What follows belongs to an exercise in optimizing a design on an open flow for small area; a production flow would make more cautious choices.
Where RTL was checked, it was by simulation tests only, not by an equivalence proof against the original. The clock port is modelled as an ideal driver; clocking choices that lean on that would not hold on a real chip.

==> exp/xenon <==
## caq_port
module caq_port (
    input  wire        clk,
    input  wire        rst,
    input  wire        restart,
    input  wire        en_a,
    input  wire        en_b,
    input  wire        en_v,
    input  wire [2:0]  osr,
    input  wire [1:0]  cosr,
    input  wire [1:0]  pair,
    input  wire [2:0]  dosr,
    input  wire [1:0]  dcosr,
    input  wire [7:0]  stuck_len,
    input  wire [15:0] ofs_a,
    input  wire [15:0] gain_a,
    input  wire [15:0] ofs_b,
    input  wire [15:0] gain_b,
    input  wire [15:0] th_hi_a,
    input  wire [15:0] th_lo_a,
    input  wire [15:0] th_hi_b,
    input  wire [15:0] th_lo_b,
    input  wire [15:0] th_hi_v,
    input  wire [15:0] th_lo_v,
    input  wire        ds_en,
    input  wire        ds_a,
    input  wire        ds_b,
    input  wire        ds_v,
    input  wire        strobe,
    output reg         valid_a,
    output reg         valid_b,
    output reg         valid_v,
    output reg         hi_a,
    output reg         lo_a,
    output reg         hi_b,
    output reg         lo_b,
    output reg         hi_v,
    output reg         lo_v,
    output reg         stuck_a,
    output reg         stuck_b,
    output reg         stuck_v,
    output wire [15:0] u,
    output reg  [15:0] lat_ia,
    output reg  [15:0] lat_ib,
    output reg  [15:0] lat_ic,
    output wire [15:0] lat_u,
    output reg         lat_va,
    output reg         lat_vb,
    output reg         lat_vc,
    output wire        lat_vu,
    output wire        lat_sat
);
==> module caq_cal, before the edit <==
module caq_cal (
    input  wire [15:0]        u,        
    input  wire signed [15:0] ofs,
    input  wire [15:0]        gain,
    output reg  signed [15:0] val,
    output wire               sat
);
    wire [16:0] dx = {1'b0, u} + {~ofs[15], ~ofs} + 17'h18001;   
    wire [33:0] row [0:17];
    genvar j;
    generate
        for (j = 0; j < 16; j = j + 1) begin : g_r
            assign row[j] = {18'd0, dx[15:0] & {16{gain[j]}}} << j;
        end
    endgenerate
    assign row[16] = {2'b00, ~(gain & {16{dx[16]}}), 16'd0};
    assign row[17] = 34'h3_0001_0000;
    function [67:0] csa(input [33:0] a, input [33:0] b, input [33:0] c);
        csa = {((a & b) | (a & c) | (b & c)) << 1, a ^ b ^ c};
    endfunction
    wire [67:0] l1a = csa(row[0], row[1], row[2]);
    wire [67:0] l1b = csa(row[3], row[4], row[5]);
    wire [67:0] l1c = csa(row[6], row[7], row[8]);
    wire [67:0] l1d = csa(row[9], row[10], row[11]);
    wire [67:0] l1e = csa(row[12], row[13], row[14]);
    wire [67:0] l1f = csa(row[15], row[16], row[17]);
    wire [67:0] l2a = csa(l1a[33:0], l1a[67:34], l1b[33:0]);
    wire [67:0] l2b = csa(l1b[67:34], l1c[33:0], l1c[67:34]);
    wire [67:0] l2c = csa(l1d[33:0], l1d[67:34], l1e[33:0]);
    wire [67:0] l2d = csa(l1e[67:34], l1f[33:0], l1f[67:34]);
    wire [67:0] l3a = csa(l2a[33:0], l2a[67:34], l2b[33:0]);
    wire [67:0] l3b = csa(l2b[67:34], l2c[33:0], l2c[67:34]);
    wire [67:0] l4a = csa(l3a[33:0], l3a[67:34], l3b[33:0]);
    wire [67:0] l4b = csa(l3b[67:34], l2d[33:0], l2d[67:34]);
    wire [67:0] l5a = csa(l4a[33:0], l4a[67:34], l4b[33:0]);
    wire [67:0] l6a = csa(l5a[33:0], l5a[67:34], l4b[67:34]);
    wire [33:0] sa = l6a[33:0], sb = l6a[67:34];
    wire [14:0] lo_c;
    assign lo_c[0] = 1'b0;
    generate
        for (j = 0; j < 14; j = j + 1) begin : g_lo
            assign lo_c[j+1] = (sa[j] & sb[j]) | (sa[j] & lo_c[j]) | (sb[j] & lo_c[j]);
        end
    endgenerate
    wire [19:0] ps = sa[33:14] + sb[33:14] + {19'd0, lo_c[14]};
    wire        hi = !ps[19] && (ps[18:15] != 4'd0);
    wire        lo =  ps[19] && (ps[18:15] != 4'hF);
    assign sat = hi || lo;
    always @(*) begin
        if (hi)
            val = 16'sh7FFF;
        else if (lo)
            val = -16'sh8000;
        else
            val = ps[15:0];
    end
endmodule
Settings: LEC_CHECK=0, CAP_MARGIN=20, CORE_MARGIN=2, CORE_UTILIZATION=40, PLACE_DENSITY=0.6, SLEW_MARGIN=20; clock period 14.0 ns.
run.sh (not shown) runs the stock make flow with config.mk's settings and CLKGATE_MAP_FILE= SYNTH_SCRIPT=/design/flow/synth_recipe.tcl, a recipe that flattens the netlist after the stock synthesis.
==> exp/umber (differences from exp/xenon) <==
--- a/flow/design.v
+++ b/flow/design.v
@@ -224,32 +224,7 @@
     assign row[16] = {2'b00, ~(gain & {16{dx[16]}}), 16'd0};
     assign row[17] = 34'h3_0001_0000;
-    function [67:0] csa(input [33:0] a, input [33:0] b, input [33:0] c);
-        csa = {((a & b) | (a & c) | (b & c)) << 1, a ^ b ^ c};
-    endfunction
-    wire [67:0] l1a = csa(row[0], row[1], row[2]);
-    wire [67:0] l1b = csa(row[3], row[4], row[5]);
-    wire [67:0] l1c = csa(row[6], row[7], row[8]);
-    wire [67:0] l1d = csa(row[9], row[10], row[11]);
-    wire [67:0] l1e = csa(row[12], row[13], row[14]);
-    wire [67:0] l1f = csa(row[15], row[16], row[17]);
-    wire [67:0] l2a = csa(l1a[33:0], l1a[67:34], l1b[33:0]);
-    wire [67:0] l2b = csa(l1b[67:34], l1c[33:0], l1c[67:34]);
-    wire [67:0] l2c = csa(l1d[33:0], l1d[67:34], l1e[33:0]);
-    wire [67:0] l2d = csa(l1e[67:34], l1f[33:0], l1f[67:34]);
-    wire [67:0] l3a = csa(l2a[33:0], l2a[67:34], l2b[33:0]);
-    wire [67:0] l3b = csa(l2b[67:34], l2c[33:0], l2c[67:34]);
-    wire [67:0] l4a = csa(l3a[33:0], l3a[67:34], l3b[33:0]);
-    wire [67:0] l4b = csa(l3b[67:34], l2d[33:0], l2d[67:34]);
-    wire [67:0] l5a = csa(l4a[33:0], l4a[67:34], l4b[33:0]);
-    wire [67:0] l6a = csa(l5a[33:0], l5a[67:34], l4b[67:34]);
-    wire [33:0] sa = l6a[33:0], sb = l6a[67:34];
-    wire [14:0] lo_c;
-    assign lo_c[0] = 1'b0;
-    generate
-        for (j = 0; j < 14; j = j + 1) begin : g_lo
-            assign lo_c[j+1] = (sa[j] & sb[j]) | (sa[j] & lo_c[j]) | (sb[j] & lo_c[j]);
-        end
-    endgenerate
-    wire [19:0] ps = sa[33:14] + sb[33:14] + {19'd0, lo_c[14]};
+    wire [33:0] pr = row[0] + row[1] + row[2] + row[3] + row[4] + row[5] + row[6] + row[7] + row[8]
+                   + row[9] + row[10] + row[11] + row[12] + row[13] + row[14] + row[15] + row[16] + row[17];
+    wire [19:0] ps = pr[33:14];
     wire        hi = !ps[19] && (ps[18:15] != 4'd0);
     wire        lo =  ps[19] && (ps[18:15] != 4'hF);
==> flow/flow/run.sh (new file) <==
#!/bin/bash
# Layout: the standard flow (standard.sh: ORFS synthesis to finish) with two
# changes to how the layout is made:
#  - clock tree synthesis adds no dummy loads and clusters up to 28 sinks
#    (at most 70 um apart) per leaf buffer;
#  - the buffer placed on every input and output port is buf_1.
# The full output of the run goes to standard.log in this folder.
set -euo pipefail
export CTS_ARGS="-sink_clustering_enable -repair_clock_nets -dont_use_dummy_load -sink_clustering_size 28 -sink_clustering_max_diameter 70"
export BUFFER_PORTS_ARGS="-buffer_cell sky130_fd_sc_hd__buf_1"
bash standard.sh finish > standard.log 2>&1
==> flow/standard.sh (new file) <==
#!/bin/bash
# synth_recipe.tcl (not shown) runs the flow's synth.tcl, then flattens the netlist and writes it again
# the make line also repeats each setting of config.mk as NAME=value (left out here)
make -C /OpenROAD-flow-scripts/flow DESIGN_CONFIG=/design/flow/config.mk WORK_HOME=/design/flow/orfs CLKGATE_MAP_FILE= SYNTH_SCRIPT=/design/flow/synth_recipe.tcl "${@:-finish}"
Settings changed: CORE_UTILIZATION 40 to 65, PLACE_DENSITY 0.6 to 0.8.
removed: flow/run.sh
==> exp/amber (differences from exp/xenon) <==
Settings changed: CORE_UTILIZATION 40 to 55, CTS_CLUSTER_DIAMETER set to 100, CTS_CLUSTER_SIZE set to 30, PLACE_DENSITY 0.6 to 0.7.
==> notes.md <==
|  | exp/xenon | exp/amber | exp/umber |
|---|---|---|---|
| Worst-case hold slack | 292.5 ps | 305.8 ps | 224.4 ps |
| Max clock buf depth | 4 | 3 | 3 |
| Overall routing resource usage | 16.92% | 22.16% | 28.42% |
| Status | finished clean | finished clean | finished clean |
| Count of non-CTS buffers in the layout | 365 | 362 | 374 |
| # nets final | 8387 | 8211 | 8257 |
| Post-Synth Simple-Gate Area | 8.377% | 8.377% | 8.268% |
| Area of the die | 229400 um2 | 167300 um2 | 141400 um2 |
| Xor/xnor share of the synthesized area | 2.015% | 2.015% | 2.080% |
| TritonCTS buffer count | 277 | 104 | 119 |
| Longest individual stage delay on the worst path | 560 ps | 560 ps | 570 ps |
| Final std cell area, no fill | 105300 um2 | 98350 um2 | 95990 um2 |
| Avg WL per Cell | 18.10 um | 19.37 um | 21.89 um |
| Endpoint of the worst-slack reg-to-reg timing path | u_fv.r3[24] | u_fv.r3[24] | u_fb.r3[24] |
| Number of placement rows | 174 | 148 | 136 |
| Non-clock inverters | 448 | 448 | 416 |
| Met3 layer usage reported by global route | 2.860% | 2.817% | 3.765% |
| Avg Cell Area, Syn | 12.58 um2 | 12.58 um2 | 12.53 um2 |
| Maximum clock frequency | 76.19 MHz | 75.90 MHz | 75.73 MHz |
| Layout cells sized above 1 | 11.81% | 8.210% | 8.382% |
| Total buffers and inverters traversed by the critical path | 2 | 2 | 6 |
| WP data arrival | 13870 ps | 13820 ps | 13810 ps |
| Depth of the CTS H-tree | 5 | 3 | 3 |
The RTL of exp/xenon and exp/amber was laid out without a check of its function.

* * *

==> v4 <==
Another version of the RTL of caq_port (not shown whole).
Settings: LEC_CHECK=0, CAP_MARGIN=20, CORE_MARGIN=2, CORE_UTILIZATION=40, PLACE_DENSITY=0.6, SLEW_MARGIN=20; clock period 14.0 ns.
Stock flow here: none of the scripts above is used.
==> inputs of v2, as changes to v4 <==
--- a/flow/design.v
+++ b/flow/design.v
@@ -1,8 +1,9 @@
 module caq_filt #(
-    parameter DLY = 0
+    parameter DLY = 0,
+    parameter CLR3 = 0              
 ) (
     input  wire        clk,
     input  wire        clr,         
     input  wire        take,        
     input  wire        bit_in,
     input  wire [2:0]  osr_code,    
@@ -70,23 +71,23 @@
     wire        s_un;                   
     wire [4:0]  s_t;                    
     generate
         if (DLY == 0) begin : g_now
             assign s_en = take;
             assign s_b  = bit_in;
-            assign s_un = unstick;
+            assign s_un = unstick || (cnt == 10'd0);
             assign s_t  = tm;
         end else begin : g_dly
             reg       d_en, d_un;
             reg [4:0] d_t;
             always @(posedge clk) begin
                 if (clr)
                     d_en <= 1'b0;
                 else
                     d_en <= take;
-                d_un <= unstick;
+                d_un <= unstick || (cnt == 10'd0);
                 d_t  <= tm;
             end
             assign s_en = d_en;
             assign s_b  = last;
             assign s_un = d_un;
             assign s_t  = d_t;
@@ -126,26 +127,30 @@
         end
     endgenerate
     caq_add #(7)  u_j1 (.a(j1_o), .b({{4{d2g[2]}}, d2g}), .s(j1_n));
     caq_add #(11) u_j2 (.a(j2_o), .b({{4{j1_n[6]}}, j1_n} & {11{g}}), .s(j2_n));
     assign r2_n = j2_n;
     always @(posedge clk) begin
-        if (clr) begin
-            i1 <= 11'd0;
-            i2 <= 18'd0;
-            r3 <= 25'd0;
-            j1 <= 7'd0;
-            r2 <= 11'd0;
-        end else begin
-            i1 <= i1_n;
-            i2 <= i2_n;
-            r3 <= i3_n;
-            j1 <= j1_n;
-            r2 <= j2_n;
-        end
+        i1 <= i1_n;
+        i2 <= i2_n;
+        j1 <= j1_n;
+        r2 <= j2_n;
     end
+    generate
+        if (CLR3) begin : g_clr3
+            always @(posedge clk) begin
+                if (clr)
+                    r3 <= 25'd0;
+                else
+                    r3 <= i3_n;
+            end
+        end else begin : g_keep3
+            always @(posedge clk)
+                r3 <= i3_n;
+        end
+    endgenerate
 endmodule
 module caq_add #(
     parameter W = 8
 ) (
     input  wire [W-1:0] a,
     input  wire [W-1:0] b,
@@ -215,40 +220,15 @@
         for (j = 0; j < 16; j = j + 1) begin : g_r
             assign row[j] = {18'd0, dx[15:0] & {16{gain[j]}}} << j;
         end
     endgenerate
     assign row[16] = {2'b00, ~(gain & {16{dx[16]}}), 16'd0};
     assign row[17] = 34'h3_0001_0000;
-    function [67:0] csa(input [33:0] a, input [33:0] b, input [33:0] c);
-        csa = {((a & b) | (a & c) | (b & c)) << 1, a ^ b ^ c};
-    endfunction
-    wire [67:0] l1a = csa(row[0], row[1], row[2]);
-    wire [67:0] l1b = csa(row[3], row[4], row[5]);
-    wire [67:0] l1c = csa(row[6], row[7], row[8]);
-    wire [67:0] l1d = csa(row[9], row[10], row[11]);
-    wire [67:0] l1e = csa(row[12], row[13], row[14]);
-    wire [67:0] l1f = csa(row[15], row[16], row[17]);
-    wire [67:0] l2a = csa(l1a[33:0], l1a[67:34], l1b[33:0]);
-    wire [67:0] l2b = csa(l1b[67:34], l1c[33:0], l1c[67:34]);
-    wire [67:0] l2c = csa(l1d[33:0], l1d[67:34], l1e[33:0]);
-    wire [67:0] l2d = csa(l1e[67:34], l1f[33:0], l1f[67:34]);
-    wire [67:0] l3a = csa(l2a[33:0], l2a[67:34], l2b[33:0]);
-    wire [67:0] l3b = csa(l2b[67:34], l2c[33:0], l2c[67:34]);
-    wire [67:0] l4a = csa(l3a[33:0], l3a[67:34], l3b[33:0]);
-    wire [67:0] l4b = csa(l3b[67:34], l2d[33:0], l2d[67:34]);
-    wire [67:0] l5a = csa(l4a[33:0], l4a[67:34], l4b[33:0]);
-    wire [67:0] l6a = csa(l5a[33:0], l5a[67:34], l4b[67:34]);
-    wire [33:0] sa = l6a[33:0], sb = l6a[67:34];
-    wire [14:0] lo_c;
-    assign lo_c[0] = 1'b0;
-    generate
-        for (j = 0; j < 14; j = j + 1) begin : g_lo
-            assign lo_c[j+1] = (sa[j] & sb[j]) | (sa[j] & lo_c[j]) | (sb[j] & lo_c[j]);
-        end
-    endgenerate
-    wire [19:0] ps = sa[33:14] + sb[33:14] + {19'd0, lo_c[14]};
+    wire [33:0] pr = row[0] + row[1] + row[2] + row[3] + row[4] + row[5] + row[6] + row[7] + row[8]
+                   + row[9] + row[10] + row[11] + row[12] + row[13] + row[14] + row[15] + row[16] + row[17];
+    wire [19:0] ps = pr[33:14];
     wire        hi = !ps[19] && (ps[18:15] != 4'd0);
     wire        lo =  ps[19] && (ps[18:15] != 4'hF);
     assign sat = hi || lo;
     always @(*) begin
         if (hi)
             val = 16'sh7FFF;
@@ -454,13 +434,13 @@
         .last(last_a));
     caq_filt #(.DLY(1)) u_fb (
         .clk(clk), .clr(clr), .take(take && en_b), .bit_in(ds_b),
         .osr_code(osr), .cosr_code(cosr), .stuck_len(stuck_len), .tap(tq_b),
         .r3(r3_b), .r2(r2_b), .r2_n(r2n_b), .ok(ok_b), .ready(rdy_b), .stuck(fst_b),
         .last(last_b));
-    caq_filt #(.DLY(1)) u_fv (
+    caq_filt #(.DLY(1), .CLR3(1)) u_fv (
         .clk(clk), .clr(clr), .take(take && en_v), .bit_in(ds_v),
         .osr_code(dosr), .cosr_code(dcosr), .stuck_len(stuck_len), .tap(tq_v),
         .r3(r3_v), .r2(r2_v), .r2_n(r2n_v), .ok(ok_v), .ready(rdy_v), .stuck(fst_v),
         .last(last_v));
     reg upd_a, upd_b, upd_v, upd2_b;
     always @(posedge clk) begin
==> flow/flow/run.sh (new file) <==
#!/bin/bash
# Layout: the standard flow (standard.sh: ORFS synthesis to finish) with two
# changes to how the layout is made:
#  - clock tree synthesis adds no dummy loads and clusters up to 30 sinks
#    (at most 100 um apart) per leaf buffer;
#  - the buffer placed on every input and output port is buf_1.
# The full output of the run goes to standard.log in this folder.
set -euo pipefail
export CTS_ARGS="-sink_clustering_enable -repair_clock_nets -dont_use_dummy_load -sink_clustering_size 30 -sink_clustering_max_diameter 100"
export BUFFER_PORTS_ARGS="-buffer_cell sky130_fd_sc_hd__buf_1"
bash standard.sh finish > standard.log 2>&1
==> flow/standard.sh (new file) <==
#!/bin/bash
# synth_recipe.tcl (not shown) runs the flow's synth.tcl, then flattens the netlist and writes it again
# the make line also repeats each setting of config.mk as NAME=value (left out here)
make -C /OpenROAD-flow-scripts/flow DESIGN_CONFIG=/design/flow/config.mk WORK_HOME=/design/flow/orfs CLKGATE_MAP_FILE= SYNTH_SCRIPT=/design/flow/synth_recipe.tcl "${@:-finish}"
==> flow/config.mk (replaced) <==
export PLATFORM = sky130hd
export DESIGN_NAME = caq_port
export DESIGN_NICKNAME = caq_port
export VERILOG_FILES = /design/flow/design.v
export SDC_FILE = /design/flow/constraint.sdc
export NUM_CORES = 4
export LEC_CHECK = 0
export CAP_MARGIN = 20
export CORE_MARGIN = 2
export CORE_UTILIZATION = 55
export PLACE_DENSITY = 0.7
export SLEW_MARGIN = 20
removed: flow/run.sh
==> inputs of v38, as changes to v4 <==
--- a/flow/design.v
+++ b/flow/design.v
@@ -1,8 +1,9 @@
 module caq_filt #(
-    parameter DLY = 0
+    parameter DLY = 0,
+    parameter CLR3 = 0              
 ) (
     input  wire        clk,
     input  wire        clr,         
     input  wire        take,        
     input  wire        bit_in,
     input  wire [2:0]  osr_code,    
@@ -70,23 +71,23 @@
     wire        s_un;                   
     wire [4:0]  s_t;                    
     generate
         if (DLY == 0) begin : g_now
             assign s_en = take;
             assign s_b  = bit_in;
-            assign s_un = unstick;
+            assign s_un = unstick || (cnt == 10'd0);
             assign s_t  = tm;
         end else begin : g_dly
             reg       d_en, d_un;
             reg [4:0] d_t;
             always @(posedge clk) begin
                 if (clr)
                     d_en <= 1'b0;
                 else
                     d_en <= take;
-                d_un <= unstick;
+                d_un <= unstick || (cnt == 10'd0);
                 d_t  <= tm;
             end
             assign s_en = d_en;
             assign s_b  = last;
             assign s_un = d_un;
             assign s_t  = d_t;
@@ -126,26 +127,30 @@
         end
     endgenerate
     caq_add #(7)  u_j1 (.a(j1_o), .b({{4{d2g[2]}}, d2g}), .s(j1_n));
     caq_add #(11) u_j2 (.a(j2_o), .b({{4{j1_n[6]}}, j1_n} & {11{g}}), .s(j2_n));
     assign r2_n = j2_n;
     always @(posedge clk) begin
-        if (clr) begin
-            i1 <= 11'd0;
-            i2 <= 18'd0;
-            r3 <= 25'd0;
-            j1 <= 7'd0;
-            r2 <= 11'd0;
-        end else begin
-            i1 <= i1_n;
-            i2 <= i2_n;
-            r3 <= i3_n;
-            j1 <= j1_n;
-            r2 <= j2_n;
-        end
+        i1 <= i1_n;
+        i2 <= i2_n;
+        j1 <= j1_n;
+        r2 <= j2_n;
     end
+    generate
+        if (CLR3) begin : g_clr3
+            always @(posedge clk) begin
+                if (clr)
+                    r3 <= 25'd0;
+                else
+                    r3 <= i3_n;
+            end
+        end else begin : g_keep3
+            always @(posedge clk)
+                r3 <= i3_n;
+        end
+    endgenerate
 endmodule
 module caq_add #(
     parameter W = 8
 ) (
     input  wire [W-1:0] a,
     input  wire [W-1:0] b,
@@ -454,13 +459,13 @@
         .last(last_a));
     caq_filt #(.DLY(1)) u_fb (
         .clk(clk), .clr(clr), .take(take && en_b), .bit_in(ds_b),
         .osr_code(osr), .cosr_code(cosr), .stuck_len(stuck_len), .tap(tq_b),
         .r3(r3_b), .r2(r2_b), .r2_n(r2n_b), .ok(ok_b), .ready(rdy_b), .stuck(fst_b),
         .last(last_b));
-    caq_filt #(.DLY(1)) u_fv (
+    caq_filt #(.DLY(1), .CLR3(1)) u_fv (
         .clk(clk), .clr(clr), .take(take && en_v), .bit_in(ds_v),
         .osr_code(dosr), .cosr_code(dcosr), .stuck_len(stuck_len), .tap(tq_v),
         .r3(r3_v), .r2(r2_v), .r2_n(r2n_v), .ok(ok_v), .ready(rdy_v), .stuck(fst_v),
         .last(last_v));
     reg upd_a, upd_b, upd_v, upd2_b;
     always @(posedge clk) begin
==> flow/config.mk (replaced) <==
export PLATFORM = sky130hd
export DESIGN_NAME = caq_port
export DESIGN_NICKNAME = caq_port
export VERILOG_FILES = /design/flow/design.v
export SDC_FILE = /design/flow/constraint.sdc
export NUM_CORES = 4
export LEC_CHECK = 0
export CAP_MARGIN = 20
export CORE_MARGIN = 2
export CORE_UTILIZATION = 55
export CTS_BUF_LIST = sky130_fd_sc_hd__clkbuf_8
export PLACE_DENSITY = 0.7
export SLEW_MARGIN = 20
==> notes.md <==
| item | v2 | v4 | v38 |
|---|---|---|---|
| Comb_multi_in | 3764 | 3874 | 3717 |
| Area of the placeable core | 162600 um2 | 224900 um2 | 162800 um2 |
| Setup crit end | u_fv.r3[24]$_SDFF_PP0_ | u_fb.r3[24]$_SDFF_PP0_ | u_fv.r3[24]$_SDFF_PP0_ |
| Number of buffers added by the clock tree synthesis step | 103 | 281 | 399 |
| Period Utilization, post-route | 0.9420 | 0.9395 | 0.9398 |
| Count of warnings emitted by yosys | 8 | 7 | 8 |
| Number of nets in the finished design | 8237 | 8494 | 8506 |
| Buffers and inverters on the worst path | 2 | 3 | 2 |
| Number of optimization iterations in the first detailed-route pass | 6 | 6 | 7 |
| Cell count along the critical path | 38 | 40 | 39 |
| Antenna cells | 1 | 3 | 8 |
| Number of clock buffer instances in the layout | 103 | 384 | 492 |
| Run status | timing/DRC/antenna clean | timing/DRC/antenna clean | timing/DRC/antenna clean |
| Starting density of the core | 0.5532 | 0.4025 | 0.5544 |
| Placed standard-cell area | 93440 um2 | 96820 um2 | 95360 um2 |
| Min-delay src | u_ha.h[747]$_DFF_P_ | u_hv.h[81]$_DFF_P_ | u_hv.h[182]$_DFF_P_ |
The RTL of v4 and v38 was laid out without a check of its function.

-- what the ideal ports hide --
The flow's constraints put no driver on any port. The routed layouts listed below were extracted and timed again, unchanged, in two steps.
Step 1: set_driving_cell puts a clkbuf_16 on clk and a buf_2 on each other input, an assumption about the parent block.
Step 2 also shifts input and output timing later by t, the mid clock arrival at the registers, as if the neighbouring blocks saw the same clock.
Three values: no drivers, after step 1, after step 2; two values: the first two.
run	t (ns)	setup slack, ns	latest minus earliest clock arrival (ns)
exp/xenon	0.939	0.875 / 0.875 / 0.822	0.080 / 0.080
exp/umber	0.790	0.794 / 0.824 / 0.058	0.212 / 0.212
exp/amber	0.817	0.825 / 0.825 / 0.704	0.051 / 0.051
v4	0.952	0.847 / 0.847 / 0.575	0.105 / 0.105
v2	0.788	0.812 / 0.812 / 0.084	0.117 / 0.117
v38	1.071	0.843 / 0.843 / 0.646	0.143 / 0.143
After both steps setup and hold are still met in every run listed. The setup slack of exp/umber, which loses most, moves by +0.030 ns with the drivers and by -0.736 ns with both steps.
